From an optimization exercise on the open Yosys and OpenROAD flow, aimed at small area, a short achievable clock period and few clock cycles per item; shortcuts taken in it are not production practice. RTL that was checked went through simulation tests only; none was proved equivalent to the original. The RTL of runs 1 and 4 was laid out without a check of its function. Power is estimated from default activity; no workload was simulated.

$ cat design/flow/design.v
module qmx_lane (
    input  wire [17:0] ent,
    input  wire [5:0]  fh,         
    input  wire        rz,
    input  wire [8:0]  mx1,
    input  wire        nan_blk,    
    input  wire        inf_blk,    
    output wire        we,
    output wire [19:0] word        
);
    function [9:0] sub9(input [8:0] a, input [8:0] b);
        reg [9:0] x, y, g, p, c;
        integer i, s;
        begin
            x = {1'b0, a};
            y = ~{1'b0, b};
            g = x & y;
            p = x ^ y;
            g[0] = g[0] | p[0];                     
            c = g;
            for (s = 1; s < 10; s = s * 2)
                for (i = 9; i >= s; i = i - 1) begin
                    c[i] = c[i] | (p[i] & c[i-s]);
                    p[i] = p[i] & p[i-s];
                end
            sub9 = (x ^ y) ^ {c[8:0], 1'b1};
        end
    endfunction
    function [7:0] inc8(input [7:0] x);
        reg [7:0] a;
        integer i, s;
        begin
            a = x;
            for (s = 1; s < 8; s = s * 2)
                for (i = 7; i >= s; i = i - 1)
                    a[i] = a[i] & a[i-s];
            inc8 = x ^ {a[6:0], 1'b1};
        end
    endfunction
    wire       sgn = ent[17];
    wire [8:0] L   = ent[16:8];
    wire [7:0] F   = ent[7:0];
    wire       f43 = fh[0], f52 = fh[1], f32 = fh[2], f23 = fh[3], f21 = fh[4];
    wire       is_int = fh[5];
    wire       m1  = f21;                   
    wire       m2  = f52 || f32;            
    wire       m3  = f43 || f23;            
    wire [4:0] negc1  = ({5{f43}} & 5'd19) | ({5{f52}} & 5'd4) | ({5{f32}} & 5'd27)
                      | ({5{f23 | f21}} & 5'd31) | ({5{is_int}} & 5'd1);
    wire [7:0] cb     = ({8{f43}} & 8'd32) | ({8{f52}} & 8'd39) | ({8{f32}} & 8'd28)
                      | ({8{f23 | f21}} & 8'd26) | ({8{is_int}} & 8'd24);
    wire [6:0] maxmag = ({7{f43}} & 7'h7E) | ({7{f52}} & 7'h7B) | ({7{f32 | f23}} & 7'h1F)
                      | ({7{f21}} & 7'h07);
    wire [9:0] sh   = sub9(mx1, L);
    wire       shn  = sh[9];                        
    wire       nrm  = !is_int && (shn || sh[8:1] == 8'd0);
    wire       far  = !shn && (sh[8:4] != 5'd0);    
    wire [3:0] s4   = sh[3:0];
    wire [7:0] X    = ({8{is_int}} & {1'b1, F[7:1]})
                    | ({8{m1}} & {5'd0, 1'b1, F[1:0]})
                    | ({8{m2}} & {4'd0, 1'b1, F[2:0]})
                    | ({8{m3}} & {3'd0, 1'b1, F[3:0]});
    wire       s0   = is_int ? F[0] : F[4];
    wire [15:0] xs  = {X, 8'd0} >> s4;
    wire [7:0] n    = far ? 8'd0 : xs[15:8];
    wire       g    = !far && xs[7];
    wire       st   = s0 || (|xs[6:0]);
    wire       up   = !rz && g && (st || n[0]);
    wire [7:0] nx    = {8{sgn}} ^ n;
    wire [7:0] nx1   = inc8(nx);
    wire [7:0] ie    = (up ^ sgn) ? nx1 : nx;
    wire       iovf  = !sgn && (n == 8'h7F) && up;
    wire [7:0] ielem = iovf ? 8'h7F : ie;
    wire [7:0] n1   = inc8(n);
    wire [4:0] smag = up ? n1[4:0] : n[4:0];
    wire [2:0] mb   = ({3{m1}} & {2'd0, F[1]}) | ({3{m2}} & {1'b0, F[2:1]}) | ({3{m3}} & F[3:1]);
    wire       un   = F[5];
    wire       tov  = F[6];
    wire [3:0] mbr  = {1'b0, mb} + {3'd0, un};
    wire       cy   = (m1 && mbr[1]) || (m2 && mbr[2]) || (m3 && mbr[3]);
    wire [4:0] E0   = L[4:0] - mx1[4:0] + 5'd2;
    wire [4:0] E1   = L[4:0] - mx1[4:0] + 5'd3;
    wire [4:0] E    = cy ? E1 : E0;
    wire [6:0] nmag = ({7{m1}} & {1'b0, E, mbr[0]}) | ({7{m2}} & {E, mbr[1:0]})
                    | ({7{m3}} & {E[3:0], mbr[2:0]});
    wire       top  = (sh[4:0] == negc1);           
    wire       fovf = nrm && top && tov;
    wire [6:0] fmag = fovf ? maxmag : nrm ? nmag : {2'd0, smag};
    wire [7:0] felem = ({8{f32 | f23}} & {2'b00, sgn, fmag[4:0]})
                     | ({8{f21}} & {4'd0, sgn, fmag[2:0]})
                     | ({8{f43 | f52}} & {sgn, fmag});
    wire       clamp = is_int ? iovf : (fovf && !rz);
    wire [7:0] elem  = is_int ? ielem : felem;
    wire       lost  = (L != 9'd0) && !nrm && (n == 8'd0) && !up;
    wire [7:0] code  = mx1[7:0] - cb;
    wire       spec  = nan_blk || inf_blk;
    assign we   = (L != 9'h1FF);
    assign word = spec ? {2'b00, inf_blk && !nan_blk, nan_blk, 8'hFF, 8'h00}
                       : {clamp, lost, 2'b00, code, elem};
endmodule
module qmx_unit (
    input  wire        clk,
    input  wire        rst_n,       
    input  wire        in_valid,
    output wire        in_ready,
    input  wire [31:0] in_data,     
    input  wire        in_act,      
    input  wire [3:0]  in_fmt,      
    input  wire        in_rz,       
    output wire        out_valid,
    input  wire        out_ready,
    output wire [31:0] out_word,    
    output wire        out_we       
);
    function gt9(input [8:0] a, input [8:0] b);
        reg [9:0] x, y, g, p;
        integer i, s;
        begin
            x = {1'b0, b};
            y = ~{1'b0, a};
            g = x & y;
            p = x ^ y;
            g[0] = g[0] | p[0];
            for (s = 1; s < 10; s = s * 2)
                for (i = 9; i >= s; i = i - 1) begin
                    g[i] = g[i] | (p[i] & g[i-s]);
                    p[i] = p[i] & p[i-s];
                end
            gt9 = (x[9] ^ y[9]) ^ g[8];         
        end
    endfunction
    reg  [4:0]  ph;                 
    reg  [4:0]  q;                  
    reg         in_rdy;             
    reg         d_v;                
    reg  [31:0] d_x;
    reg         d_act;
    reg  [2:0]  w_f;                
    reg         w_rz;
    reg  [17:0] ring [0:31];
    reg         full;               
    reg  [4:0]  ol;                 
    reg  [4:0]  olm;                
    reg         pend;               
    reg  [2:0]  i_f;  reg i_rz;  reg [7:0] i_ex;  reg i_nan, i_inf;    
    reg  [5:0]  o_fh; reg o_rz;  reg [8:0] o_mx;  reg o_nan, o_inf;    
    reg         s_v;
    reg  [17:0] s_e;
    reg         o_v;
    reg         o_we;
    reg  [19:0] o_w;
    assign in_ready  = in_rdy;
    assign out_valid = o_v;
    assign out_we    = o_we;
    assign out_word  = {12'd0, o_w};
    wire        d_first = (q == 5'd0);
    wire        d_last  = (q == 5'd31);
    wire [7:0]  ex   = d_x[30:23];
    wire [22:0] man  = d_x[22:0];
    wire        nrmx = (ex != 8'd0);
    wire        fin  = (ex != 8'hFF);
    wire        val  = d_act && fin && (nrmx || man != 23'd0);   
    wire [31:0] m32  = {9'd0, man};
    wire        h16  = |m32[31:16];
    wire [15:0] m16  = h16 ? m32[31:16] : m32[15:0];
    wire        h8   = |m16[15:8];
    wire [7:0]  m8   = h8 ? m16[15:8] : m16[7:0];
    wire        h4   = |m8[7:4];
    wire [3:0]  m4   = h4 ? m8[7:4] : m8[3:0];
    wire        h2   = |m4[3:2];
    wire [1:0]  m2   = h2 ? m4[3:2] : m4[1:0];
    wire [4:0]  pos  = {h16, h8, h4, h2, m2[1]};            
    wire [31:0] sm   = m32 << (~pos);
    wire [6:0]  fr   = nrmx ? man[22:16] : sm[30:24];
    wire        stk  = nrmx ? (|man[15:0]) : (|sm[23:0]);
    wire [2:0]  wf   = w_f;
    wire        wrz  = w_rz;
    reg  [4:0]  wc;                 
    reg  [1:0]  wm;
    reg         wint, w43;
    always @* begin
        wint = 1'b0; w43 = 1'b0;
        case (wf)
            3'b000:  begin wc = 5'd14; wm = 2'd3; w43 = 1'b1; end
            3'b001:  begin wc = 5'd29; wm = 2'd2; end
            3'b010:  begin wc = 5'd6;  wm = 2'd2; end
            3'b011:  begin wc = 5'd2;  wm = 2'd3; end
            3'b100:  begin wc = 5'd2;  wm = 2'd1; end
            default: begin wc = 5'd0;  wm = 2'd3; wint = 1'b1; end
        endcase
    end
    wire [8:0]  lgc  = nrmx ? ({1'b0, ex} + {4'd0, wc} + 9'd23) : ({4'd0, pos} + {4'd0, wc} + 9'd1);
    reg  [2:0]  w_mb;
    reg         w_g0, w_s0;
    always @* begin
        case (wm)
            2'd1:    begin w_mb = {2'd0, fr[6]};  w_g0 = fr[5]; w_s0 = (|fr[4:0]) | stk; end
            2'd2:    begin w_mb = {1'b0, fr[6:5]}; w_g0 = fr[4]; w_s0 = (|fr[3:0]) | stk; end
            default: begin w_mb = fr[6:4];        w_g0 = fr[3]; w_s0 = (|fr[2:0]) | stk; end
        endcase
    end
    wire        w_ones = (wm == 2'd1) ? w_mb[0] : (wm == 2'd2) ? (&w_mb[1:0]) : (&w_mb);
    wire        w_un   = !wrz && w_g0 && (w_s0 || w_mb[0]);
    wire        w_tov  = (w_un && w_ones) || (w43 && (w_mb[2:1] == 2'b11) && (w_mb[0] || w_un));
    reg  [3:0]  w_lo;
    always @* begin
        case (wm)
            2'd1:    w_lo = {2'd0, w_mb[0], w_g0};
            2'd2:    w_lo = {1'b0, w_mb[1:0], w_g0};
            default: w_lo = {w_mb, w_g0};
        endcase
    end
    wire [7:0]  e_F   = wint ? {fr, stk} : {1'b0, w_tov, w_un, w_s0, w_lo};
    wire [8:0]  e_L   = !d_act ? 9'h1FF : val ? lgc : 9'd0;
    wire [17:0] d_ent = {d_x[31], e_L, e_F};
    wire [7:0]  d_exk = (d_act && fin && nrmx) ? ex : 8'd0;
    wire        d_nan = d_act && !fin && (man != 23'd0);
    wire        d_inf = d_act && !fin && (man == 23'd0);
    reg  [3:0]  w_emax;
    always @* begin
        case (wf)
            3'b000:  w_emax = 4'd8;
            3'b001:  w_emax = 4'd15;
            3'b010:  w_emax = 4'd4;
            3'b011:  w_emax = 4'd2;
            3'b100:  w_emax = 4'd2;
            default: w_emax = 4'd0;
        endcase
    end
    wire       at        = (ph == q);                   
    wire       e_ol_q    = (ol == q);
    wire       e_olm_q   = (olm == q);
    wire       e_ph1_q   = (ph + 5'd1 == q);
    wire       wr        = d_v && at && !(full && e_ol_q) && !(d_first && pend);
    wire       in_fire   = in_valid && in_rdy;
    wire       d_load    = !d_v || wr;
    wire       done      = wr && d_last;                
    wire       o_take    = !o_v || out_ready;           
    wire       s_take    = !s_v || o_take;              
    wire       rd_pre    = (full && (ph == olm)) || done;
    wire       rd        = rd_pre && s_take;
    wire [7:0] i_base    = d_first ? {4'd0, w_emax} : i_ex;
    wire       d_gt      = (d_exk > i_base);
    wire [7:0] n_ex      = d_gt ? d_exk : i_base;
    wire [8:0] n_mx1     = d_gt ? ({1'b0, d_exk} + 9'd24) : ({1'b0, i_base} + 9'd24);
    wire       n_nan     = d_nan || (!d_first && i_nan);
    wire       n_inf     = d_inf || (!d_first && i_inf);
    function [5:0] fdec(input [2:0] ff);
        case (ff)
            3'b000:  fdec = 6'b000001;      
            3'b001:  fdec = 6'b000010;      
            3'b010:  fdec = 6'b000100;      
            3'b011:  fdec = 6'b001000;      
            3'b100:  fdec = 6'b010000;      
            default: fdec = 6'b100000;      
        endcase
    endfunction
    wire       sw        = (done || pend) && s_take;
    wire       xf        = !full || !e_olm_q;
    wire       xb        = !full || !e_ol_q;
    wire       f_t       = done || xf || rd_pre;
    wire       f_f       = !done && xf && !(d_last && pend);
    wire       b_t       = e_ph1_q && (!d_v || xb || rd_pre);
    wire       b_f       = e_ph1_q && (!d_v || (xb && !(d_first && pend)));
    wire       rdy_n     = in_fire ? (s_take ? f_t : f_f) : (s_take ? b_t : b_f);
    always @(posedge clk) begin
        if (!rst_n) begin
            ph       <= 5'd31;
            q        <= 5'd31;
            in_rdy   <= 1'b1;
            d_v      <= 1'b0;
            full     <= 1'b0;
            ol       <= 5'd0;
            olm      <= 5'd31;
            pend     <= 1'b0;
            s_v      <= 1'b0;
            o_v      <= 1'b0;
        end else begin
            ph       <= ph + 5'd1;
            if (in_fire) q <= q + 5'd1;
            in_rdy   <= rdy_n;
            d_v      <= in_fire || (d_v && !wr);
            if (done) begin
                full <= 1'b1;
                ol   <= {4'd0, rd};
                olm  <= rd ? 5'd0 : 5'd31;
            end else if (rd) begin
                if (olm == 5'd30) full <= 1'b0;
                ol   <= ol + 5'd1;
                olm  <= olm + 5'd1;
            end
            pend     <= (done || pend) && !s_take;
            if (s_take) s_v <= rd_pre;
            if (o_take) o_v <= s_v;
        end
    end
    always @(posedge clk) begin
        if (d_load) begin
            d_x   <= in_data;
            d_act <= in_act;
        end
        if (in_fire && q == 5'd31) begin
            w_f  <= {in_fmt[3], in_fmt[1:0]};
            w_rz <= in_rz;
        end
    end
    integer r;
    always @(posedge clk) begin
        ring[0] <= wr ? d_ent : ring[31];
        for (r = 1; r < 32; r = r + 1)
            ring[r] <= ring[r-1];
    end
    always @(posedge clk) begin
        if (wr) begin
            i_f <= wf;  i_rz <= wrz;  i_ex <= n_ex;  i_nan <= n_nan;  i_inf <= n_inf;
        end
        if (sw) begin
            if (done) begin
                o_fh <= fdec(wf);  o_rz <= wrz;  o_mx <= n_mx1;  o_nan <= n_nan;  o_inf <= n_inf;
            end else begin
                o_fh <= fdec(i_f); o_rz <= i_rz; o_mx <= {1'b0, i_ex} + 9'd24;  o_nan <= i_nan;  o_inf <= i_inf;
            end
        end
    end
    wire        l_we;
    wire [19:0] l_w;
    qmx_lane u_lane (
        .ent     (s_e),
        .fh      (o_fh),
        .rz      (o_rz),
        .mx1     (o_mx),
        .nan_blk (o_nan),
        .inf_blk (o_inf),
        .we      (l_we),
        .word    (l_w)
    );
    always @(posedge clk) begin
        if (s_take) s_e <= ring[30];
        if (o_take) begin
            o_we <= l_we;
            o_w  <= l_w;
        end
    end
endmodule
$ cat design/flow/flow/run.sh
#!/bin/bash
set -euo pipefail
export BUFFER_PORTS_ARGS="-buffer_cell sky130_fd_sc_hd__buf_2"
export SETUP_SLACK_MARGIN=$(cat flow/setup_margin)
bash standard.sh > standard.log 2>&1
$ cat design/flow/flow/setup_margin
13.2
$ cat design/flow/standard.sh
#!/bin/bash
# synth_recipe.tcl (not shown) runs the flow's synth.tcl, then flattens the netlist and writes it again
# the make line also repeats each setting of config.mk as NAME=value (left out here)
make -C /OpenROAD-flow-scripts/flow DESIGN_CONFIG=/design/flow/config.mk WORK_HOME=/design/flow/orfs CLKGATE_MAP_FILE= SYNTH_SCRIPT=/design/flow/synth_recipe.tcl "${@:-finish}"
$ cat design/flow/config.mk
export PLATFORM = sky130hd
export DESIGN_NAME = qmx_unit
export DESIGN_NICKNAME = qmx_unit
export VERILOG_FILES = /design/flow/design.v
export SDC_FILE = /design/flow/constraint.sdc
export NUM_CORES = 4
export LEC_CHECK = 0
export ABC_AREA = 1
export CAP_MARGIN = 20
export CORE_MARGIN = 2
export CORE_UTILIZATION = 40
export CTS_CLUSTER_DIAMETER = 120
export CTS_CLUSTER_SIZE = 28
export SLEW_MARGIN = 20
$ cat design/flow/constraint.sdc
create_clock -name core_clock -period 18.0 [get_ports {clk}]
set_input_delay 3.6000 -clock core_clock [delete_from_list [all_inputs] [get_ports {clk}]]
set_output_delay 3.6000 -clock core_clock [all_outputs]
set_load 0.01 [all_outputs]
==> results of run 1 <==
-- Yosys cell counts, drive strengths merged, types with 5 or more instances --
cell | instances | share of area (%)
dfxtp | 602 | 54
nand2 | 366 | 6.6
inv | 187 | 3.2
nand3 | 179 | 4.1
nor2 | 132 | 2.6
edfxtp | 108 | 15
o21ai | 87 | 2.0
a21oi | 64 | 1.5
ha | 60 | 3.4
xor2 | 35 | 1.4
buf | 31 | 1.0
clkbuf | 21 | 0.36
nor3 | 17 | 0.38
nand4 | 15 | 0.42
o211ai | 14 | 0.47
o22ai | 11 | 0.31
xnor2 | 10 | 0.39
or2 | 9 | 0.25
nor4 | 8 | 0.23
a221oi | 7 | 0.28
o221ai | 7 | 0.28
clkinv | 5 | 0.085
fa | 5 | 0.45
nand3b | 5 | 0.17
-- metrics by stage --
| stage | hold WS, ns | setup slack, ns | power (uW) | utilization (%) | std cells |
|---|---|---|---|---|---|
| after floorplan | 0.310 | 13.15 | 2010 | - | 2035 |
| after global routing | 0.328 | 13.13 | 2950 | 43.8 | 2845 |
| after global placement | 0.310 | 12.74 | 2090 | 42.3 | 2800 |
| final | 0.316 | 13.20 | 2810 | 43.8 | 2845 |
| after CTS | 0.320 | 13.13 | 2840 | 43.8 | 2844 |
| after detailed placement | 0.312 | 12.70 | 2100 | 42.3 | 2800 |
-- power breakdown --
part	switching, uW	internal [uW]	total, uW
clock network	447	303	750
registers	45.8	1740	1780
logic	185	93.8	279
total	677	2140	2810
-- state kept, by name (all words and copies together) (netlist names), 5 cells and up --
signal	count
ring	576
d_x	32
o_w	20
s_e	18
o_mx	9
i_ex	8
o_fh	6
ol	5
olm	5
ph	5
q	5
-- layer usage --
| layer | share of wire (%) | global-route usage [%] | vias up |
|---|---|---|---|
| li1 | - | - | 6712 |
| met1 | 51 | 20.7 | 6200 |
| met2 | 43 | 21.8 | 307 |
| met3 | 4.4 | 1.83 | 52 |
| met4 | 2.3 | 3.31 | 0 |
| met5 | 0 | 0 | - |
-- logic make-up (layout without fill, tap and decap cells) --
| kind of cell | Yosys count | in the layout |
|---|---|---|
| xor gates and xnor gates | 45 | 45 |
| adders and majority gates | 65 | 65 |
| AOI/OAI and AO/OA | 219 | 219 |
| buffers and inverters | 244 | 306 |
| and+or+nand+nor | 739 | 739 |
| DFF | 710 | 710 |
| other | 1 | 12 |
| muxes | 1 | 1 |
-- how the worst min path moves through the flow --
stage | startpoint | end | slack, ns | cells past startpoint
after floorplan | ring[9][0] | ring[10][0] | 0.31 | 0
after global placement | ring[16][17] | ring[17][17] | 0.31 | 0
after detailed placement | ring[25][4] | ring[26][4] | 0.31 | 0
after CTS | ring[27][15] | ring[28][15] | 0.32 | 0
after global routing | ring[22][15] | ring[23][15] | 0.33 | 0
final | ring[0][13] | ring[1][13] | 0.32 | 0
-- repair_timing --
action	4_1_cts	5_1_grt
endpoints found under the setup margin	3	10
cloned	0	1
pin swaps	0	0
endpoints found under the hold margin	0	0
hold buffers	0	0
resized for setup	1	3
-- cell type report --
type | instances | area share (%)
tap | 748 | 3.89
sequential | 710 | 63.5
timing repair inverter | 1 | 0.0208
clock inverter | 3 | 0.130
inverter | 192 | 3.04
multi-input combinational | 1081 | 24.7
timing repair buffer | 69 | 1.50
clock buffer | 41 | 3.20
==> report_table.html, run 1 <==
<table>
<tr><th>Metric</th><th>Value</th></tr>
<tr><th colspan="2">Cells and area</th></tr>
<tr><td>Most common library cell in the layout ignoring fill and taps</td><td>dfxtp_1</td></tr>
<tr><td>Proportion of layout cells with a drive suffix above 1</td><td>8.15%</td></tr>
<tr><td>Leading cell types in the layout, fill and taps excluded</td><td>dfxtp_1, nand2_1, nand3_1, inv_1, nor2_1</td></tr>
<tr><td>N_diodes</td><td>0</td></tr>
<tr><td>Combined flip-flop and latch cell area</td><td>15,300 um2</td></tr>
<tr><td>Fin nets</td><td>2,191</td></tr>
<tr><td>Number of inserted filler cells in the final layout</td><td>5,187</td></tr>
<tr><td>Area used by multi-input combinational logic</td><td>5950 um2</td></tr>
<tr><td>Finished Cell Area</td><td>24,100 um2</td></tr>
<tr><td>Layout Area Growth over Synthesis</td><td>8.46%</td></tr>
<tr><th colspan="2">Power and ir drop</th></tr>
<tr><td>Cell area power density</td><td>117 nW/um2</td></tr>
<tr><td>Peak supply drop</td><td>0.0867 mV</td></tr>
<tr><td>Lkg Pwr</td><td>0.0102 uW</td></tr>
<tr><th colspan="2">Yosys</th></tr>
<tr><td>Register bit count reported by yosys</td><td>710</td></tr>
<tr><td>Simple-gate area share of the yosys netlist</td><td>14.9%</td></tr>
<tr><td>Post-Synthesis Cell Area</td><td>22,200 um2</td></tr>
<tr><td>Share of synthesized flip-flops with an asynchronous set or reset</td><td>0%</td></tr>
<tr><td>Combinational family with the most area after synthesis</td><td>simple AND/OR/NAND/NOR gates</td></tr>
<tr><td>Gate count of the mapped netlist</td><td>2,024</td></tr>
<tr><td>Most instantiated flip-flop cell in the synthesis netlist</td><td>dfxtp_1</td></tr>
<tr><td>Adder-cell area share of the yosys netlist</td><td>3.83%</td></tr>
<tr><td>Xor/xnor share of the synthesized area</td><td>1.81%</td></tr>
<tr><td>Avg Synthesized Cell Area</td><td>11.0 um2</td></tr>
<tr><td>Post-synthesis sequential area ratio</td><td>68.9%</td></tr>
<tr><td>Number of distinct standard cells referenced by the synthesized netlist</td><td>66</td></tr>
<tr><td>Yosys synthesis warning count</td><td>3</td></tr>
<tr><td>Post-synth EDFFs</td><td>108</td></tr>
<tr><td>Fraction of synthesized area in multiplexers</td><td>0.0451%</td></tr>
<tr><td>Synth Area in Compound Gates</td><td>5.88%</td></tr>
<tr><th colspan="2">Die</th></tr>
<tr><td>Area of the placeable core</td><td>55,000 um2</td></tr>
<tr><td>Floorplan row count</td><td>86</td></tr>
<tr><td>Top-level port count</td><td>77</td></tr>
<tr><td>Die boundary width</td><td>240 um</td></tr>
<tr><td>Area of the die</td><td>57,400 um2</td></tr>
<tr><td>Height of the die</td><td>240 um</td></tr>
<tr><td>Initial core utilization</td><td>40.4%</td></tr>
<tr><th colspan="2">Routing</th></tr>
<tr><td>Routed wire length per instance</td><td>14.3 um</td></tr>
<tr><td>1st-iter DRT viols</td><td>935</td></tr>
<tr><td>DRC violation count after routing</td><td>0</td></tr>
<tr><td>Number of search-and-repair iterations in the first detailed-routing pass</td><td>6</td></tr>
<tr><td>Number of nets with antenna violations after routing</td><td>0</td></tr>
<tr><td>Routed vias/inst</td><td>4.66</td></tr>
<tr><td>Via count of the routed design</td><td>13,300</td></tr>
<tr><td>Final Routed Wirelength</td><td>40,600 um</td></tr>
<tr><th colspan="2">Setup path</th></tr>
<tr><td>Startpoint of the worst-slack reg-to-reg timing path</td><td>d_x[18]</td></tr>
<tr><td>Sequence of cells on the critical path</td><td>buf_2</td></tr>
<tr><td>Maximum net fanout on the critical path</td><td>1</td></tr>
<tr><td>End point of the critical path</td><td>out_word[13]</td></tr>
<tr><td>Capture point of the worst reg-to-reg path</td><td>ring[0][11]</td></tr>
<tr><td>Max stage delay on crit path</td><td>0.43 ns</td></tr>
<tr><td>Critical Path Source Type</td><td>flip-flop</td></tr>
<tr><td>CP startpoint</td><td>o_w[13]</td></tr>
<tr><td>Top Family by Delay on Critical Path</td><td>flip-flops</td></tr>
<tr><td>Total buffers and inverters traversed by the critical path</td><td>1</td></tr>
<tr><td>Required time reported for the critical path endpoint</td><td>14.40 ns</td></tr>
<tr><td>Worst Setup Path Type</td><td>flip-flop to primary output</td></tr>
<tr><td>R2R cell count</td><td>18</td></tr>
<tr><td>R2r setup slk</td><td>13.45 ns</td></tr>
<tr><td>Cell with the largest stage delay on the worst path</td><td>edfxtp_1</td></tr>
<tr><td>Data arrival time at the worst-slack endpoint</td><td>1.20 ns</td></tr>
<tr><td>Setup crit end kind</td><td>primary output</td></tr>
<tr><td>Total stage count of the critical path</td><td>1</td></tr>
<tr><th colspan="2">Global route</th></tr>
<tr><td>Antenna violations before repair</td><td>0</td></tr>
<tr><td>GR Util All Layers</td><td>14.0%</td></tr>
<tr><td>Global-route congestion overflow total</td><td>0</td></tr>
<tr><td>Pin count of the biggest net entering global routing</td><td>35</td></tr>
<tr><td>Global-route wire length before repair</td><td>64,600 um</td></tr>
<tr><td>Via count of the first global-routing pass</td><td>12,200</td></tr>
<tr><th colspan="2">STA</th></tr>
<tr><td>Slew Limit Fails</td><td>0</td></tr>
<tr><td>Worst Max-Slew Pin Slew</td><td>0.914 ns</td></tr>
<tr><td>Final clock skew</td><td>0.0229 ns</td></tr>
<tr><td>Number of endpoints with negative hold slack in the final report</td><td>0</td></tr>
<tr><td>Share of the clock period used by the worst path after layout</td><td>26.7%</td></tr>
<tr><td>Final setup violation count</td><td>0</td></tr>
<tr><td>Maximum clock frequency</td><td>208 MHz</td></tr>
<tr><td>Setup TNS after final layout</td><td>0 ns</td></tr>
<tr><td>Rel. slew slack</td><td>39.0%</td></tr>
<tr><td>Unrepaired setup endpoints after global routing</td><td>yes</td></tr>
<tr><td>Fin crit period</td><td>4.80 ns</td></tr>
<tr><th colspan="2">Clock network</th></tr>
<tr><td>Buffers from clock root to sink, at most</td><td>3</td></tr>
<tr><td>Clock sink count</td><td>710</td></tr>
<tr><td>Master cell of the clock root buffer</td><td>clkbuf_16</td></tr>
<tr><td>CTS Buf Count</td><td>29</td></tr>
<tr><td>Clock slew at the register clock pins of the worst setup and hold paths</td><td>0.11 ns</td></tr>
<tr><td>Clock latency of the later-clocked register in the worst-skew pair</td><td>0.60 ns</td></tr>
<tr><td>CTS tree</td><td>done</td></tr>
<tr><td>Setup Fix Bufs, Post-CTS</td><td>0</td></tr>
<tr><td>Number of H-tree levels</td><td>1</td></tr>
<tr><th colspan="2">Placed design</th></tr>
<tr><td>Routability congestion estimate</td><td>0.852</td></tr>
<tr><td>Port Buffers</td><td>63</td></tr>
<tr><td>Total cell area at the placement stage</td><td>23,300 um2</td></tr>
<tr><td>Post-detailed-placement half-perimeter wirelength</td><td>29,200 um</td></tr>
<tr><th colspan="2">Job</th></tr>
<tr><td>Max capacitance violation total</td><td>0</td></tr>
<tr><th colspan="2">Worst hold path</th></tr>
<tr><td>Hold WC Path Type</td><td>flip-flop to flip-flop</td></tr>
<tr><th colspan="2">Run status</th></tr>
<tr><td>Outcome</td><td>timing/DRC/antenna clean</td></tr>
</table>
==> run 2, diff against run 1 <==
--- a/design/flow/design.v
+++ b/design/flow/design.v
@@ -2,7 +2,7 @@
     input  wire [17:0] ent,
     input  wire [5:0]  fh,         
     input  wire        rz,
-    input  wire [8:0]  mx1,
+    input  wire [8:0]  mxs,
     input  wire        nan_blk,    
     input  wire        inf_blk,    
     output wire        we,
@@ -47,11 +47,11 @@
     wire       m3  = f43 || f23;            
     wire [4:0] negc1  = ({5{f43}} & 5'd19) | ({5{f52}} & 5'd4) | ({5{f32}} & 5'd27)
                       | ({5{f23 | f21}} & 5'd31) | ({5{is_int}} & 5'd1);
-    wire [7:0] cb     = ({8{f43}} & 8'd32) | ({8{f52}} & 8'd39) | ({8{f32}} & 8'd28)
-                      | ({8{f23 | f21}} & 8'd26) | ({8{is_int}} & 8'd24);
+    wire [7:0] cb     = ({8{f43}} & 8'd27) | ({8{f52}} & 8'd19) | ({8{f32}} & 8'd31)
+                      | ({8{f23 | f21 | is_int}} & 8'd33);
     wire [6:0] maxmag = ({7{f43}} & 7'h7E) | ({7{f52}} & 7'h7B) | ({7{f32 | f23}} & 7'h1F)
                       | ({7{f21}} & 7'h07);
-    wire [9:0] sh   = sub9(mx1, L);
+    wire [9:0] sh   = sub9(mxs, L);
     wire       shn  = sh[9];                        
     wire       nrm  = !is_int && (shn || sh[8:1] == 8'd0);
     wire       far  = !shn && (sh[8:4] != 5'd0);    
@@ -78,9 +78,7 @@
     wire       tov  = F[6];
     wire [3:0] mbr  = {1'b0, mb} + {3'd0, un};
     wire       cy   = (m1 && mbr[1]) || (m2 && mbr[2]) || (m3 && mbr[3]);
-    wire [4:0] E0   = L[4:0] - mx1[4:0] + 5'd2;
-    wire [4:0] E1   = L[4:0] - mx1[4:0] + 5'd3;
-    wire [4:0] E    = cy ? E1 : E0;
+    wire [4:0] E    = L[4:0] - mxs[4:0] + 5'd2 + {4'd0, cy};
     wire [6:0] nmag = ({7{m1}} & {1'b0, E, mbr[0]}) | ({7{m2}} & {E, mbr[1:0]})
                     | ({7{m3}} & {E[3:0], mbr[2:0]});
     wire       top  = (sh[4:0] == negc1);           
@@ -92,7 +90,7 @@
     wire       clamp = is_int ? iovf : (fovf && !rz);
     wire [7:0] elem  = is_int ? ielem : felem;
     wire       lost  = (L != 9'd0) && !nrm && (n == 8'd0) && !up;
-    wire [7:0] code  = mx1[7:0] - cb;
+    wire [7:0] code  = mxs[7:0] - cb;
     wire       spec  = nan_blk || inf_blk;
     assign we   = (L != 9'h1FF);
     assign word = spec ? {2'b00, inf_blk && !nan_blk, nan_blk, 8'hFF, 8'h00}
@@ -160,36 +158,39 @@
     wire        nrmx = (ex != 8'd0);
     wire        fin  = (ex != 8'hFF);
     wire        val  = d_act && fin && (nrmx || man != 23'd0);   
-    wire [31:0] m32  = {9'd0, man};
-    wire        h16  = |m32[31:16];
-    wire [15:0] m16  = h16 ? m32[31:16] : m32[15:0];
-    wire        h8   = |m16[15:8];
-    wire [7:0]  m8   = h8 ? m16[15:8] : m16[7:0];
-    wire        h4   = |m8[7:4];
-    wire [3:0]  m4   = h4 ? m8[7:4] : m8[3:0];
-    wire        h2   = |m4[3:2];
-    wire [1:0]  m2   = h2 ? m4[3:2] : m4[1:0];
-    wire [4:0]  pos  = {h16, h8, h4, h2, m2[1]};            
-    wire [31:0] sm   = m32 << (~pos);
-    wire [6:0]  fr   = nrmx ? man[22:16] : sm[30:24];
-    wire        stk  = nrmx ? (|man[15:0]) : (|sm[23:0]);
+    wire        z16  = (man[22:7] == 16'd0);
+    wire [22:0] v1   = z16 ? {man[6:0], 16'd0} : man;                   
+    wire        z8   = (v1[22:15] == 8'd0);
+    wire [14:0] v2   = z8 ? v1[14:0] : v1[22:8];                         
+    wire        t2   = z8 ? 1'b0 : (|v1[7:0]);
+    wire        z4   = (v2[14:11] == 4'd0);
+    wire [10:0] v3   = z4 ? v2[10:0] : v2[14:4];                         
+    wire        t3   = t2 | (z4 ? 1'b0 : (|v2[3:0]));
+    wire        z2   = (v3[10:9] == 2'd0);
+    wire [8:0]  v4   = z2 ? v3[8:0] : v3[10:2];                          
+    wire        t4   = t3 | (z2 ? 1'b0 : (|v3[1:0]));
+    wire        z1   = !v4[8];
+    wire [7:0]  v5   = z1 ? v4[7:0] : v4[8:1];                           
+    wire        t5   = t4 | (z1 ? 1'b0 : v4[0]);
+    wire [4:0]  lz   = {z16, z8, z4, z2, z1};
+    wire [6:0]  fr   = nrmx ? man[22:16] : v5[6:0];
+    wire        stk  = nrmx ? (|man[15:0]) : t5;
     wire [2:0]  wf   = w_f;
     wire        wrz  = w_rz;
-    reg  [4:0]  wc;                 
     reg  [1:0]  wm;
     reg         wint, w43;
     always @* begin
         wint = 1'b0; w43 = 1'b0;
         case (wf)
-            3'b000:  begin wc = 5'd14; wm = 2'd3; w43 = 1'b1; end
-            3'b001:  begin wc = 5'd29; wm = 2'd2; end
-            3'b010:  begin wc = 5'd6;  wm = 2'd2; end
-            3'b011:  begin wc = 5'd2;  wm = 2'd3; end
-            3'b100:  begin wc = 5'd2;  wm = 2'd1; end
-            default: begin wc = 5'd0;  wm = 2'd3; wint = 1'b1; end
+            3'b000:  begin wm = 2'd3; w43 = 1'b1; end
+            3'b001:  begin wm = 2'd2; end
+            3'b010:  begin wm = 2'd2; end
+            3'b011:  begin wm = 2'd3; end
+            3'b100:  begin wm = 2'd1; end
+            default: begin wm = 2'd3; wint = 1'b1; end
         endcase
     end
-    wire [8:0]  lgc  = nrmx ? ({1'b0, ex} + {4'd0, wc} + 9'd23) : ({4'd0, pos} + {4'd0, wc} + 9'd1);
+    wire [8:0]  lgc  = nrmx ? ({1'b0, ex} + 9'd32) : (9'd32 - {4'd0, lz});
     reg  [2:0]  w_mb;
     reg         w_g0, w_s0;
     always @* begin
@@ -242,7 +243,29 @@
     wire [7:0] i_base    = d_first ? {4'd0, w_emax} : i_ex;
     wire       d_gt      = (d_exk > i_base);
     wire [7:0] n_ex      = d_gt ? d_exk : i_base;
-    wire [8:0] n_mx1     = d_gt ? ({1'b0, d_exk} + 9'd24) : ({1'b0, i_base} + 9'd24);
+    reg  [5:0] w_k;
+    always @* begin
+        case (wf)
+            3'b000:  w_k = 6'd19;
+            3'b001:  w_k = 6'd4;
+            3'b010:  w_k = 6'd27;
+            3'b011:  w_k = 6'd31;
+            3'b100:  w_k = 6'd31;
+            default: w_k = 6'd33;
+        endcase
+    end
+    reg  [5:0] i_k;
+    always @* begin
+        case (i_f)
+            3'b000:  i_k = 6'd19;
+            3'b001:  i_k = 6'd4;
+            3'b010:  i_k = 6'd27;
+            3'b011:  i_k = 6'd31;
+            3'b100:  i_k = 6'd31;
+            default: i_k = 6'd33;
+        endcase
+    end
+    wire [8:0] n_mx1     = d_gt ? ({1'b0, d_exk} + {3'd0, w_k}) : ({1'b0, i_base} + {3'd0, w_k});
     wire       n_nan     = d_nan || (!d_first && i_nan);
     wire       n_inf     = d_inf || (!d_first && i_inf);
     function [5:0] fdec(input [2:0] ff);
@@ -318,7 +341,7 @@
             if (done) begin
                 o_fh <= fdec(wf);  o_rz <= wrz;  o_mx <= n_mx1;  o_nan <= n_nan;  o_inf <= n_inf;
             end else begin
-                o_fh <= fdec(i_f); o_rz <= i_rz; o_mx <= {1'b0, i_ex} + 9'd24;  o_nan <= i_nan;  o_inf <= i_inf;
+                o_fh <= fdec(i_f); o_rz <= i_rz; o_mx <= {1'b0, i_ex} + {3'd0, i_k};  o_nan <= i_nan;  o_inf <= i_inf;
             end
         end
     end
@@ -328,7 +351,7 @@
         .ent     (s_e),
         .fh      (o_fh),
         .rz      (o_rz),
-        .mx1     (o_mx),
+        .mxs     (o_mx),
         .nan_blk (o_nan),
         .inf_blk (o_inf),
         .we      (l_we),
==> report_table.html, run 2 <==
<table>
<tr><th>Metric</th><th>Value</th></tr>
<tr><th colspan="2">Run status</th></tr>
<tr><td>Outcome</td><td>timing/DRC/antenna clean</td></tr>
<tr><th colspan="2">STA</th></tr>
<tr><td>Setup ws final</td><td>13.26 ns (+0.0528 ns)</td></tr>
<tr><td>Share of the clock period used by the worst path after layout</td><td>26.4% (-0.29 points)</td></tr>
<tr><td>Worst Max-Slew Pin Slew</td><td>1.01 ns (+0.0916 ns)</td></tr>
<tr><td>Final setup violation count</td><td>0 (unchanged)</td></tr>
<tr><td>Final clock skew</td><td>0.0346 ns (+0.0117 ns)</td></tr>
<tr><td>Maximum clock frequency</td><td>211 MHz (+1.1%)</td></tr>
<tr><td>Unrepaired setup endpoints after global routing</td><td>yes</td></tr>
<tr><td>Number of endpoints with negative hold slack in the final report</td><td>0 (unchanged)</td></tr>
<tr><td>Rel. slew slack</td><td>32.9% (-6.1 points)</td></tr>
<tr><td>Setup TNS after final layout</td><td>0 ns (unchanged)</td></tr>
<tr><td>Fin crit period</td><td>4.74 ns (-0.0528 ns)</td></tr>
<tr><td>Slew Limit Fails</td><td>0 (unchanged)</td></tr>
<tr><th colspan="2">Worst hold path</th></tr>
<tr><td>Hold WC Path Type</td><td>flip-flop to flip-flop</td></tr>
<tr><td>Cell depth of the worst min-delay path</td><td>0 (unchanged)</td></tr>
<tr><td>End point of the worst hold path</td><td>ring[30][9]</td></tr>
<tr><td>Hold Startpoint</td><td>ring[29][9]</td></tr>
<tr><th colspan="2">Routing</th></tr>
<tr><td>DRC violation count after routing</td><td>0 (unchanged)</td></tr>
<tr><td>Via count of the routed design</td><td>12,600 (-5.4%)</td></tr>
<tr><td>Number of nets with antenna violations after routing</td><td>0 (unchanged)</td></tr>
<tr><td>Final Routed Wirelength</td><td>39,000 um (-3.9%)</td></tr>
<tr><td>1st-iter DRT viols</td><td>829 (-11%)</td></tr>
<tr><td>Number of search-and-repair iterations in the first detailed-routing pass</td><td>5 (-1)</td></tr>
<tr><td>Routed vias/inst</td><td>4.65 (-0.29%)</td></tr>
<tr><td>Routed wire length per instance</td><td>14.5 um (+1.3%)</td></tr>
<tr><th colspan="2">Setup path</th></tr>
<tr><td>Critical Path Source Type</td><td>flip-flop</td></tr>
<tr><td>R2r setup slk</td><td>13.49 ns (+0.04 ns)</td></tr>
<tr><td>Setup crit end kind</td><td>primary output</td></tr>
<tr><td>Required time reported for the critical path endpoint</td><td>14.40 ns (about the same)</td></tr>
<tr><td>R2R cell count</td><td>27 (+9)</td></tr>
<tr><td>Top Family by Delay on Critical Path</td><td>flip-flops</td></tr>
<tr><td>Sequence of cells on the critical path</td><td>buf_2</td></tr>
<tr><td>Capture point of the worst reg-to-reg path</td><td>o_w[5]</td></tr>
<tr><td>Total buffers and inverters traversed by the critical path</td><td>1 (unchanged)</td></tr>
<tr><td>Max stage delay on crit path</td><td>0.40 ns (-0.03 ns)</td></tr>
<tr><td>Maximum net fanout on the critical path</td><td>1 (unchanged)</td></tr>
<tr><td>Data arrival time at the worst-slack endpoint</td><td>1.14 ns (-0.06 ns)</td></tr>
<tr><td>Cell with the largest stage delay on the worst path</td><td>edfxtp_1</td></tr>
<tr><td>Startpoint of the worst-slack reg-to-reg timing path</td><td>o_fh[2]</td></tr>
<tr><td>Worst Setup Path Type</td><td>flip-flop to primary output</td></tr>
<tr><th colspan="2">Die</th></tr>
<tr><td>Die boundary width</td><td>237 um (-1.1%)</td></tr>
<tr><td>Area of the die</td><td>56,100 um2 (-2.2%)</td></tr>
<tr><td>Initial core utilization</td><td>40.4% (about the same)</td></tr>
<tr><td>Area of the placeable core</td><td>53,700 um2 (-2.3%)</td></tr>
<tr><td>Top-level port count</td><td>77 (unchanged)</td></tr>
<tr><td>Height of the die</td><td>237 um (-1.1%)</td></tr>
<tr><td>Floorplan row count</td><td>85 (-1.2%)</td></tr>
<tr><th colspan="2">Clock network</th></tr>
<tr><td>CTS tree</td><td>done</td></tr>
<tr><td>Master cell of the clock root buffer</td><td>clkbuf_16</td></tr>
<tr><td>Number of H-tree levels</td><td>1 (unchanged)</td></tr>
<tr><td>Clock sink count</td><td>710 (unchanged)</td></tr>
<tr><td>Buffers from clock root to sink, at most</td><td>3 (unchanged)</td></tr>
<tr><td>Clock slew at the register clock pins of the worst setup and hold paths</td><td>0.11 ns (about the same)</td></tr>
<tr><td>CTS Buf Count</td><td>29 (unchanged)</td></tr>
<tr><td>Clock latency of the later-clocked register in the worst-skew pair</td><td>0.61 ns (about the same)</td></tr>
<tr><td>Cts hold-fix bufs</td><td>0 (unchanged)</td></tr>
<tr><th colspan="2">Global route</th></tr>
<tr><td>Global-route wire length before repair</td><td>63,500 um (-1.7%)</td></tr>
<tr><td>Antenna violations before repair</td><td>1 (+1)</td></tr>
<tr><td>Via count of the first global-routing pass</td><td>12,200 (+0.40%)</td></tr>
<tr><td>GR Util All Layers</td><td>13.9% (-0.074 points)</td></tr>
<tr><td>Global-route congestion overflow total</td><td>0 (unchanged)</td></tr>
<tr><td>Pin count of the biggest net entering global routing</td><td>35 (unchanged)</td></tr>
<tr><th colspan="2">Power and ir drop</th></tr>
<tr><td>Cell area power density</td><td>115 nW/um2 (-1.6%)</td></tr>
<tr><td>Lkg Pwr</td><td>0.0100 uW (-1.7%)</td></tr>
<tr><td>Peak supply drop</td><td>0.0768 mV (-11%)</td></tr>
<tr><th colspan="2">Yosys</th></tr>
<tr><td>Post-synthesis sequential area ratio</td><td>70.5% (+1.6 points)</td></tr>
<tr><td>Share of synthesized flip-flops with an asynchronous set or reset</td><td>0% (unchanged)</td></tr>
<tr><td>Most instantiated flip-flop cell in the synthesis netlist</td><td>dfxtp_1</td></tr>
<tr><td>Most used standard cells in the synthesized netlist</td><td>dfxtp_1, nand2_1, inv_1</td></tr>
<tr><td>Share of the synthesized area in the top cell type</td><td>55.5% (+1.3 points)</td></tr>
<tr><td>Post-Synthesis Cell Area</td><td>21,700 um2 (-2.3%)</td></tr>
<tr><td>Yosys synthesis warning count</td><td>3 (unchanged)</td></tr>
<tr><td>Register bit count reported by yosys</td><td>710 (unchanged)</td></tr>
<tr><td>Cell taking the most area after synthesis</td><td>dfxtp_1</td></tr>
<tr><td>Gate count of the mapped netlist</td><td>1,909 (-5.7%)</td></tr>
<tr><td>Post-synth EDFFs</td><td>108 (unchanged)</td></tr>
<tr><td>Avg Synthesized Cell Area</td><td>11.4 um2 (+3.6%)</td></tr>
<tr><td>Number of distinct standard cells referenced by the synthesized netlist</td><td>58 (-12%)</td></tr>
<tr><td>Most common cell in the netlist</td><td>dfxtp_1</td></tr>
<tr><td>Biggest area contributors in the synthesized netlist</td><td>dfxtp_1, edfxtp_1, nand2_1</td></tr>
<tr><th colspan="2">Cells and area</th></tr>
<tr><td>Biggest registers after layout</td><td>ring (576), d_x (32), o_w (20)</td></tr>
<tr><td>Flip-flop count of the largest register, all copies and words added</td><td>576 (unchanged)</td></tr>
<tr><td>Leading cell types in the layout, fill and taps excluded</td><td>dfxtp_1, nand2_1, inv_1, nor2_1, edfxtp_1</td></tr>
<tr><td>Most common library cell in the layout ignoring fill and taps</td><td>dfxtp_1</td></tr>
<tr><td>Most flops, register</td><td>ring</td></tr>
<tr><td>Proportion of layout cells with a drive suffix above 1</td><td>9.34% (+1.2 points)</td></tr>
<tr><td>Number of inserted filler cells in the final layout</td><td>5,055 (-2.5%)</td></tr>
<tr><td>Layout Area Growth over Synthesis</td><td>9.30%</td></tr>
<tr><td>Fin nets</td><td>2,096 (-4.3%)</td></tr>
<tr><td>N_diodes</td><td>0 (unchanged)</td></tr>
<tr><td>Finished Layout Cells</td><td>2,699 (-5.1%)</td></tr>
<tr><th colspan="2">Placed design</th></tr>
<tr><td>Routability congestion estimate</td><td>0.875 (+2.7%)</td></tr>
<tr><td>Worst slack, placed</td><td>12.23 ns (-0.474 ns)</td></tr>
<tr><td>Number of cells in the design after placement</td><td>2,645 (-5.5%)</td></tr>
<tr><td>Port Buffers</td><td>63 (unchanged)</td></tr>
<tr><td>Post-detailed-placement half-perimeter wirelength</td><td>28,200 um (-3.6%)</td></tr>
<tr><th colspan="2">Job</th></tr>
<tr><td>Max capacitance violation total</td><td>0 (unchanged)</td></tr>
</table>
-- run 2: changes by cell type after synthesis, moves of 4 or more --
cell and delta:
a21oi_1 +8, buf_2 -9, nand2_1 -43, nand2_4 +7, nand3_1 -86, nand3_2 +6, nand4_1 +10, nor2_1 +9
nor2_2 -8, o21ai_0 +12, o21ai_2 -4, o221ai_1 -5, xor2_1 -5
-- run 2: worst max path at each step --
stage / slack, ns / depth (start not counted) / from / end
floorplan: 13.06 / 9 / out_ready / in_rdy
detailed placement: 12.23 / 11 / out_ready / olm[2]
CTS: 13.19 / 1 / o_w[14] / out_word[14]
finish: 13.26 / 1 / o_w[14] / out_word[14]
global placement: 12.28 / 11 / out_ready / olm[4]
global route: 13.18 / 1 / o_w[14] / out_word[14]
-- run 2: area by class of cell --
class	count	area (um2)	share of cell area [%]
sequential	710	15300	64.5
multi-input combinational	980	5580	23.5
tap	696	871	3.67
clock buffer	42	774	3.27
inverter	193	748	3.16
timing repair buffer	76	413	1.74
clock inverter	1	20.0	0.0844
timing repair inverter	1	5.00	0.0211
-- run 2: power by group --
part	leakage [uW]	switching [uW]	internal (uW)
registers	0.00599	42.7	1730
clock network	0.000383	444	303
logic	0.00363	135	69.3
-- run 2: timing repair --
item / in CTS / in global routing
cloned: 1 / 0
resized for setup: 3 / 12
setup buffers: 5 / 5
setup endpoints to repair: 17 / 12
pin swaps: 0 / 3
endpoints found under the hold margin: 0 / 0
-- run 2: cell families (layout without fill, tap and decap cells) --
group / after synthesis / count (layout) / synth area share (%)
XOR/XNOR: 39 / 39 / 1.57
other: 1 / 12 / 0.0173
multiplexers: 3 / 3 / 0.138
buffers and inverters: 230 / 313 / 4.30
AND/OR/NAND/NOR: 632 / 632 / 13.5
flip-flops: 710 / 710 / 70.5
adder cells (fa/ha/maj): 63 / 63 / 3.81
AO/OA/AOI/OAI: 231 / 231 / 6.15
-- run 2: per-stage QoR --
step / hold WS (ns) / instance area (um2) / util, % / total power [uW]
global placement: 0.310 / 22800 / 42.5 / 2000
floorplan: 0.310 / 21800 / - / 1940
detailed placement: 0.312 / 22800 / 42.5 / 2010
CTS: 0.316 / 23600 / 44.0 / 2760
finish: 0.319 / 23700 / 44.2 / 2720
global route: 0.311 / 23700 / 44.2 / 2860
-- run 2: worst reg2reg max path, cell delays in order (launching register included) --
cell,delay [ns]
edfxtp_1,0.47
nor2_1,0.26
nand2_1,0.22
nor2_1,0.19
nor2_1,0.09
ha_1,0.22
ha_1,0.19
xor2_1,0.26
nand2_1,0.09
nand3_1,0.09
inv_1,0.05
ha_1,0.26
inv_1,0.04
ha_1,0.19
fa_1,0.41
nand2_1,0.08
nand2_1,0.04
a21oi_1,0.14
xor2_1,0.23
o22ai_1,0.10
a21oi_1,0.14
nand2_1,0.09
nand3_1,0.08
o21ai_0,0.08
nand2_1,0.07
nand2_1,0.06
inv_1,0.06
a21oi_1,0.06
-- run 2: layer usage --
layer  part of all wire (%)  up-vias  global-route usage, %
met4                    1.8        0                   2.76
met3                    4.5       53                   1.96
met1                     51     5906                   20.8
li1                       -     6369                      -
met2                     43      225                   21.6
met5                      0        -                      0
Testbench counts of run 2, summed over its fixed seeds: cycles 33,040, blocks 1,024.
==> run 3, diff against run 2 <==
--- a/design/flow/config.mk
+++ b/design/flow/config.mk
@@ -9,6 +9,6 @@
 export CAP_MARGIN = 20
 export CORE_MARGIN = 2
 export CORE_UTILIZATION = 40
-export CTS_CLUSTER_DIAMETER = 120
-export CTS_CLUSTER_SIZE = 28
+export CTS_CLUSTER_DIAMETER = 100
+export CTS_CLUSTER_SIZE = 24
 export SLEW_MARGIN = 20
==> report_table.html, run 3 <==
<table>
<tr><th>Metric</th><th>Value</th></tr>
<tr><th colspan="2">Run status</th></tr>
<tr><td>Outcome</td><td>timing/DRC/antenna clean</td></tr>
<tr><th colspan="2">Yosys</th></tr>
<tr><td>Number of distinct standard cells referenced by the synthesized netlist</td><td>58 (unchanged)</td></tr>
<tr><td>Most instantiated flip-flop cell in the synthesis netlist</td><td>dfxtp_1</td></tr>
<tr><td>Share of synthesized flip-flops with an asynchronous set or reset</td><td>0% (unchanged)</td></tr>
<tr><td>Post-synthesis sequential area ratio</td><td>70.5% (unchanged)</td></tr>
<tr><td>Most common cell in the netlist</td><td>dfxtp_1</td></tr>
<tr><td>Yosys synthesis warning count</td><td>3 (unchanged)</td></tr>
<tr><td>Biggest area contributors in the synthesized netlist</td><td>dfxtp_1, edfxtp_1, nand2_1</td></tr>
<tr><td>Post-Synthesis Cell Area</td><td>21,700 um2 (unchanged)</td></tr>
<tr><td>Most used standard cells in the synthesized netlist</td><td>dfxtp_1, nand2_1, inv_1</td></tr>
<tr><td>Register bit count reported by yosys</td><td>710 (unchanged)</td></tr>
<tr><td>Gate count of the mapped netlist</td><td>1,909 (unchanged)</td></tr>
<tr><td>Avg Synthesized Cell Area</td><td>11.4 um2 (unchanged)</td></tr>
<tr><td>Cell taking the most area after synthesis</td><td>dfxtp_1</td></tr>
<tr><td>Share of the synthesized area in the top cell type</td><td>55.5% (unchanged)</td></tr>
<tr><td>Post-synth EDFFs</td><td>108 (unchanged)</td></tr>
<tr><th colspan="2">STA</th></tr>
<tr><td>Rel. slew slack</td><td>33.7% (+0.89 points)</td></tr>
<tr><td>Setup TNS after final layout</td><td>0 ns (unchanged)</td></tr>
<tr><td>Worst hold margin</td><td>0.320 ns (+0.000537 ns)</td></tr>
<tr><td>Final clock skew</td><td>0.0139 ns (-0.0207 ns)</td></tr>
<tr><td>Worst Max-Slew Pin Slew</td><td>0.993 ns (-0.0133 ns)</td></tr>
<tr><td>Maximum clock frequency</td><td>211 MHz (+0.23%)</td></tr>
<tr><td>Unrepaired setup endpoints after global routing</td><td>yes</td></tr>
<tr><td>Share of the clock period used by the worst path after layout</td><td>26.3% (-0.059 points)</td></tr>
<tr><td>Fin crit period</td><td>4.73 ns (-0.0107 ns)</td></tr>
<tr><td>Final setup violation count</td><td>0 (unchanged)</td></tr>
<tr><td>Slew Limit Fails</td><td>0 (unchanged)</td></tr>
<tr><td>Number of endpoints with negative hold slack in the final report</td><td>0 (unchanged)</td></tr>
<tr><th colspan="2">Cells and area</th></tr>
<tr><td>Proportion of layout cells with a drive suffix above 1</td><td>9.78% (+0.45 points)</td></tr>
<tr><td>Leading cell types in the layout, fill and taps excluded</td><td>dfxtp_1, nand2_1, inv_1, nor2_1, edfxtp_1</td></tr>
<tr><td>Most common library cell in the layout ignoring fill and taps</td><td>dfxtp_1</td></tr>
<tr><td>Number of inserted filler cells in the final layout</td><td>5,027 (-0.55%)</td></tr>
<tr><td>Flip-flop count of the largest register, all copies and words added</td><td>576 (unchanged)</td></tr>
<tr><td>Biggest registers after layout</td><td>ring (576), d_x (32), o_w (20)</td></tr>
<tr><td>Most flops, register</td><td>ring</td></tr>
<tr><td>Layout Area Growth over Synthesis</td><td>10.3%</td></tr>
<tr><td>Fin nets</td><td>2,102 (+0.29%)</td></tr>
<tr><td>N_diodes</td><td>0 (unchanged)</td></tr>
<tr><th colspan="2">Worst hold path</th></tr>
<tr><td>End point of the worst hold path</td><td>ring[27][8]</td></tr>
<tr><td>Cell depth of the worst min-delay path</td><td>0 (unchanged)</td></tr>
<tr><td>Hold WC Path Type</td><td>flip-flop to flip-flop</td></tr>
<tr><td>Hold Startpoint</td><td>ring[26][8]</td></tr>
<tr><th colspan="2">Placed design</th></tr>
<tr><td>Port Buffers</td><td>63 (unchanged)</td></tr>
<tr><td>Post-detailed-placement half-perimeter wirelength</td><td>28,200 um (unchanged)</td></tr>
<tr><td>Routability congestion estimate</td><td>0.875 (unchanged)</td></tr>
<tr><th colspan="2">Global route</th></tr>
<tr><td>Met2 routing resource usage after global routing</td><td>21.7% (+0.036 points)</td></tr>
<tr><td>Via count of the first global-routing pass</td><td>12,300 (+0.63%)</td></tr>
<tr><td>Antenna violations before repair</td><td>1 (unchanged)</td></tr>
<tr><td>GR Util All Layers</td><td>14.3% (+0.31 points)</td></tr>
<tr><td>Busiest metal layer after global routing</td><td>met2</td></tr>
<tr><td>Global-route congestion overflow total</td><td>0 (unchanged)</td></tr>
<tr><td>GR Layer Usage met1</td><td>20.8% (+0.038 points)</td></tr>
<tr><td>Global-route wire length before repair</td><td>64,000 um (+0.78%)</td></tr>
<tr><td>Met3 GRT Util</td><td>2.67% (+0.71 points)</td></tr>
<tr><td>Pin count of the biggest net entering global routing</td><td>35 (unchanged)</td></tr>
<tr><th colspan="2">Routing</th></tr>
<tr><td>1st-iter DRT viols</td><td>778 (-6.2%)</td></tr>
<tr><td>Routed vias/inst</td><td>4.65 (about the same)</td></tr>
<tr><td>Number of nets with antenna violations after routing</td><td>0 (unchanged)</td></tr>
<tr><td>Routed wire length per instance</td><td>14.5 um (+0.31%)</td></tr>
<tr><td>Number of search-and-repair iterations in the first detailed-routing pass</td><td>7 (+2)</td></tr>
<tr><td>Via count of the routed design</td><td>12,600 (+0.49%)</td></tr>
<tr><td>Final Routed Wirelength</td><td>39,300 um (+0.72%)</td></tr>
<tr><td>DRC violation count after routing</td><td>0 (unchanged)</td></tr>
<tr><th colspan="2">Setup path</th></tr>
<tr><td>R2r setup slk</td><td>13.48 ns (about the same)</td></tr>
<tr><td>Data arrival time at the worst-slack endpoint</td><td>1.13 ns (about the same)</td></tr>
<tr><td>Max stage delay on crit path</td><td>0.40 ns (about the same)</td></tr>
<tr><td>Top Family by Delay on Critical Path</td><td>flip-flops</td></tr>
<tr><td>Startpoint of the worst-slack reg-to-reg timing path</td><td>o_fh[2]</td></tr>
<tr><td>Capture point of the worst reg-to-reg path</td><td>o_w[5]</td></tr>
<tr><td>Worst Setup Path Type</td><td>flip-flop to primary output</td></tr>
<tr><td>CP startpoint</td><td>o_w[14]</td></tr>
<tr><td>Total buffers and inverters traversed by the critical path</td><td>1 (unchanged)</td></tr>
<tr><td>Sequence of cells on the critical path</td><td>buf_2</td></tr>
<tr><td>Required time reported for the critical path endpoint</td><td>14.40 ns (about the same)</td></tr>
<tr><td>Critical Path Source Type</td><td>flip-flop</td></tr>
<tr><td>Maximum net fanout on the critical path</td><td>1 (unchanged)</td></tr>
<tr><td>Cell with the largest stage delay on the worst path</td><td>edfxtp_1</td></tr>
<tr><td>Setup crit end kind</td><td>primary output</td></tr>
<tr><td>R2R cell count</td><td>27 (unchanged)</td></tr>
<tr><th colspan="2">Die</th></tr>
<tr><td>Die boundary width</td><td>237 um (unchanged)</td></tr>
<tr><td>Area of the die</td><td>56,100 um2 (unchanged)</td></tr>
<tr><td>Floorplan row count</td><td>85 (unchanged)</td></tr>
<tr><td>Area of the placeable core</td><td>53,700 um2 (unchanged)</td></tr>
<tr><td>Initial core utilization</td><td>40.4% (unchanged)</td></tr>
<tr><td>Top-level port count</td><td>77 (unchanged)</td></tr>
<tr><td>Height of the die</td><td>237 um (unchanged)</td></tr>
<tr><th colspan="2">Clock network</th></tr>
<tr><td>Cts hold-fix bufs</td><td>0 (unchanged)</td></tr>
<tr><td>Clock latency of the later-clocked register in the worst-skew pair</td><td>0.58 ns (-0.03 ns)</td></tr>
<tr><td>Master cell of the clock root buffer</td><td>clkbuf_16</td></tr>
<tr><td>Clock slew at the register clock pins of the worst setup and hold paths</td><td>0.09 ns (-0.02 ns)</td></tr>
<tr><td>Buffers from clock root to sink, at most</td><td>3 (unchanged)</td></tr>
<tr><td>CTS tree</td><td>done</td></tr>
<tr><td>Clock sink count</td><td>710 (unchanged)</td></tr>
<tr><td>CTS Buf Count</td><td>36 (+24%)</td></tr>
<tr><td>Number of H-tree levels</td><td>2 (+1)</td></tr>
<tr><th colspan="2">Power and ir drop</th></tr>
<tr><td>Cell area power density</td><td>118 nW/um2 (+3.1%)</td></tr>
<tr><td>Peak supply drop</td><td>0.0827 mV (+7.7%)</td></tr>
<tr><td>Lkg Pwr</td><td>0.0101 uW (+1.2%)</td></tr>
<tr><th colspan="2">Job</th></tr>
<tr><td>Max capacitance violation total</td><td>0 (unchanged)</td></tr>
</table>
run 3: timing repair:
action | 4_1_cts | 5_1_grt
pin swaps | 0 | 2
endpoints found under the setup margin | 18 | 11
buffers inserted | 5 | 4
gates resized for setup | 3 | 11
gates cloned | 1 | 0
run 3: kinds of logic after synthesis:
family | after synthesis | synth area share, %
buffers and inverters | 230 | 4.30
XOR/XNOR | 39 | 1.57
AND/OR/NAND/NOR | 632 | 13.5
multiplexers | 3 | 0.138
flip-flops | 710 | 70.5
adder cells (fa/ha/maj) | 63 | 3.81
other | 1 | 0.0173
AO/OA/AOI/OAI | 231 | 6.15
run 3: worst max path at each step:
stage / endpoint / slack [ns] / depth (start not counted)
after global routing: o_mx[7] / 13.16 / 27
after detailed placement: olm[2] / 12.23 / 11
after floorplan: in_rdy / 13.06 / 9
final: out_word[14] / 13.27 / 1
after CTS: out_word[14] / 13.20 / 1
after global placement: olm[4] / 12.28 / 11
run 3: power by group:
part / internal, uW / switching, uW
Combinational: 68.8 / 135
Clock: 381 / 478
Sequential: 1730 / 42.9
run 3: metrics by stage:
stage	util, %	instance area (um2)	power [uW]	setup WS (ns)	instances
floorplan	-	21800	1940	13.06	1920
global placement	42.5	22800	2000	12.28	2645
detailed placement	42.5	22800	2010	12.23	2645
CTS	44.5	23900	2870	13.20	2706
global route	44.6	23900	2970	13.16	2710
finish	44.6	23900	2840	13.27	2710
run 3: metal layers:
layer  vias to the layer above  share of wire, %
li1                       6388                 -
met1                      5928                51
met2                       242                43
met3                        56               4.4
met4                         0               2.1
met5                         -                 0
run 3: area by class of cell:
type	count	area (um2)	area share [%]
multi-input cells	980	5580	23.3
clock buffers	48	946	3.95
well taps	696	871	3.64
repair buffers	75	405	1.69
flip-flops and latches	710	15300	63.9
repair inverters	1	5.00	0.0209
inverters	193	748	3.13
clock inverters	7	87.6	0.366
==> run 4, diff against run 3 <==
--- a/design/flow/design.v
+++ b/design/flow/design.v
@@ -66,13 +66,13 @@
     wire       g    = !far && xs[7];
     wire       st   = s0 || (|xs[6:0]);
     wire       up   = !rz && g && (st || n[0]);
-    wire [7:0] nx    = {8{sgn}} ^ n;
-    wire [7:0] nx1   = inc8(nx);
-    wire [7:0] ie    = (up ^ sgn) ? nx1 : nx;
+    wire       neg  = is_int && sgn;
+    wire [7:0] nx   = {8{neg}} ^ n;
+    wire [7:0] nx1  = inc8(nx);
+    wire [7:0] rn   = (up ^ neg) ? nx1 : nx;
     wire       iovf  = !sgn && (n == 8'h7F) && up;
-    wire [7:0] ielem = iovf ? 8'h7F : ie;
-    wire [7:0] n1   = inc8(n);
-    wire [4:0] smag = up ? n1[4:0] : n[4:0];
+    wire [7:0] ielem = iovf ? 8'h7F : rn;
+    wire [4:0] smag = rn[4:0];
     wire [2:0] mb   = ({3{m1}} & {2'd0, F[1]}) | ({3{m2}} & {1'b0, F[2:1]}) | ({3{m3}} & F[3:1]);
     wire       un   = F[5];
     wire       tov  = F[6];
@@ -138,7 +138,6 @@
     reg  [17:0] ring [0:31];
     reg         full;               
     reg  [4:0]  ol;                 
-    reg  [4:0]  olm;                
     reg         pend;               
     reg  [2:0]  i_f;  reg i_rz;  reg [7:0] i_ex;  reg i_nan, i_inf;    
     reg  [5:0]  o_fh; reg o_rz;  reg [8:0] o_mx;  reg o_nan, o_inf;    
@@ -230,7 +229,7 @@
     end
     wire       at        = (ph == q);                   
     wire       e_ol_q    = (ol == q);
-    wire       e_olm_q   = (olm == q);
+    wire       e_olm_q   = (ol == q + 5'd1);
     wire       e_ph1_q   = (ph + 5'd1 == q);
     wire       wr        = d_v && at && !(full && e_ol_q) && !(d_first && pend);
     wire       in_fire   = in_valid && in_rdy;
@@ -238,7 +237,7 @@
     wire       done      = wr && d_last;                
     wire       o_take    = !o_v || out_ready;           
     wire       s_take    = !s_v || o_take;              
-    wire       rd_pre    = (full && (ph == olm)) || done;
+    wire       rd_pre    = (full && (ph + 5'd1 == ol)) || done;
     wire       rd        = rd_pre && s_take;
     wire [7:0] i_base    = d_first ? {4'd0, w_emax} : i_ex;
     wire       d_gt      = (d_exk > i_base);
@@ -294,7 +293,6 @@
             d_v      <= 1'b0;
             full     <= 1'b0;
             ol       <= 5'd0;
-            olm      <= 5'd31;
             pend     <= 1'b0;
             s_v      <= 1'b0;
             o_v      <= 1'b0;
@@ -306,11 +304,9 @@
             if (done) begin
                 full <= 1'b1;
                 ol   <= {4'd0, rd};
-                olm  <= rd ? 5'd0 : 5'd31;
             end else if (rd) begin
-                if (olm == 5'd30) full <= 1'b0;
+                if (ol == 5'd31) full <= 1'b0;
                 ol   <= ol + 5'd1;
-                olm  <= olm + 5'd1;
             end
             pend     <= (done || pend) && !s_take;
             if (s_take) s_v <= rd_pre;
==> report_table.html, run 4 <==
<table>
<tr><th>Metric</th><th>Value</th></tr>
<tr><th colspan="2">Setup path</th></tr>
<tr><td>Total buffers and inverters traversed by the critical path</td><td>1 (unchanged)</td></tr>
<tr><td>Data arrival time at the worst-slack endpoint</td><td>1.14 ns (about the same)</td></tr>
<tr><td>Maximum net fanout on the critical path</td><td>1 (unchanged)</td></tr>
<tr><td>R2r setup slk</td><td>13.57 ns (+0.09 ns)</td></tr>
<tr><td>End point of the critical path</td><td>out_word[17]</td></tr>
<tr><td>Total stage count of the critical path</td><td>1 (unchanged)</td></tr>
<tr><td>Top Family by Delay on Critical Path</td><td>flip-flops</td></tr>
<tr><th colspan="2">Yosys</th></tr>
<tr><td>Post-synth EDFFs</td><td>108 (unchanged)</td></tr>
<tr><td>Most instantiated flip-flop cell in the synthesis netlist</td><td>dfxtp_1</td></tr>
<tr><td>Biggest area contributors in the synthesized netlist</td><td>dfxtp_1, edfxtp_1, nand2_1</td></tr>
<tr><td>Adder-cell area share of the yosys netlist</td><td>3.76% (-0.045 points)</td></tr>
<tr><td>Share of synthesized flip-flops with an asynchronous set or reset</td><td>0% (unchanged)</td></tr>
<tr><th colspan="2">Run status</th></tr>
<tr><td>Outcome</td><td>timing/DRC/antenna clean</td></tr>
<tr><th colspan="2">STA</th></tr>
<tr><td>Final clock skew</td><td>0.0235 ns (+0.00953 ns)</td></tr>
<tr><td>Fin crit period</td><td>4.74 ns (+0.00830 ns)</td></tr>
<tr><th colspan="2">Clock network</th></tr>
<tr><td>Buffers from clock root to sink, at most</td><td>3 (unchanged)</td></tr>
<tr><td>Cts hold-fix bufs</td><td>0 (unchanged)</td></tr>
<tr><th colspan="2">Cells and area</th></tr>
<tr><td>Proportion of layout cells with a drive suffix above 1</td><td>9.94% (+0.16 points)</td></tr>
<tr><th colspan="2">Global route</th></tr>
<tr><td>Antenna violations before repair</td><td>6 (+5)</td></tr>
<tr><th colspan="2">Placed design</th></tr>
<tr><td>Port Buffers</td><td>63 (unchanged)</td></tr>
<tr><th colspan="2">Job</th></tr>
<tr><td>Max capacitance violation total</td><td>0 (unchanged)</td></tr>
<tr><th colspan="2">Die</th></tr>
<tr><td>Initial core utilization</td><td>40.5% (+0.12 points)</td></tr>
<tr><td>Area of the die</td><td>55,100 um2 (-1.8%)</td></tr>
</table>
==> run 4: cell count changes in the layout (fill, tap and decap cells not counted), sizes merged, moves of 6 or more <==
cell	change
inv	-6
a221oi	-6
nand2	-15
nand3	-7
o21ai	-12
nor2	-11
==> run 4: worst min-delay path by stage <==
stage                  from           end  slack (ns)  cells past startpoint
3_3_place_gp    ring[22][1]   ring[23][1]        0.31                      0
6_report       ring[22][15]  ring[23][15]        0.31                      0
5_1_grt         ring[12][6]   ring[13][6]        0.32                      0
2_1_floorplan    ring[9][0]   ring[10][0]        0.31                      0
3_5_place_dp    ring[2][12]   ring[3][12]        0.31                      0
4_1_cts         ring[10][6]   ring[11][6]        0.32                      0
==> run 4: timing repair <==
| action | CTS | global route |
|---|---|---|
| setup buffers | 3 | 6 |
| setup endpoints to repair | 6 | 10 |
| endpoints found under the hold margin | 0 | 0 |
| resized for setup | 5 | 15 |
| gates cloned | 1 | 1 |
| pin swaps | 0 | 2 |
==> run 4: logic make-up after synthesis <==
group                    count (synthesis)
flip-flops                             705
multiplexers                             2
other                                    1
AO/OA/AOI/OAI                          220
adder cells (fa/ha/maj)                 61
buffers and inverters                  224
AND/OR/NAND/NOR                        590
XOR/XNOR                                45
==> run 4: per-stage QoR <==
step | hold slack (ns) | cells | power [uW] | instance area, um2
after floorplan | 0.310 | 1859 | 1930 | 21400
after global placement | 0.311 | 2577 | 1990 | 22400
after detailed placement | 0.312 | 2577 | 2000 | 22400
after CTS | 0.317 | 2632 | 2840 | 23400
after global routing | 0.324 | 2639 | 2930 | 23500
final | 0.314 | 2640 | 2800 | 23500
==> run 4: cell type report <==
type                    instances  area [um2]  share of cell area [%]
diodes                          1        2.50                  0.0106
clock buffers                  47         942                    4.01
clock inverters                 4        42.5                   0.181
inverters                     188         729                    3.10
multi-input cells             930        5310                    22.6
flip-flops and latches        705       15200                    64.7
well taps                     688         861                    3.66
repair buffers                 75         405                    1.72
repair inverters                2        10.0                  0.0426
==> run 4: layer usage <==
metal  GRT usage (%)  vias up  wire, um
met1            20.0     5606     19200
met5               0        -         0
met3            2.48       73      1750
met4            5.50        0      1210
met2            20.5      231     16100
li1                -     6184         -
==> run 4: report_power, final <==
group	switching, uW	internal [uW]	total (uW)	leakage (uW)
combinational	136	68.4	204	0.00346
sequential	41.1	1720	1760	0.00594
clock	463	373	836	0.000477
total	640	2160	2800	0.00988

==> what the ideal ports hide <==
The flow's constraints put no driver on any port. The routed layouts listed below were extracted and timed again, unchanged, in two steps. Step 1 assumes that a clkbuf_16 drives the clock port and a buf_2 every other input. Step 2 times the ports against the registers' clock, not the clock port: input delays grow and output delays shrink by t, the midpoint of the rising clock arrivals with the driver on. a / b / c = no drivers / after step 1 / after step 2; a / b = the first two.
run	t, ns	setup WS [ns]
run 1	0.649	13.203 / 13.146 / 12.728
run 2	0.643	13.255 / 13.202 / 12.735
run 3	0.628	13.266 / 13.211 / 12.758
run 4	0.615	13.258 / 13.205 / 12.738
After both steps setup and hold are still met in every run listed.
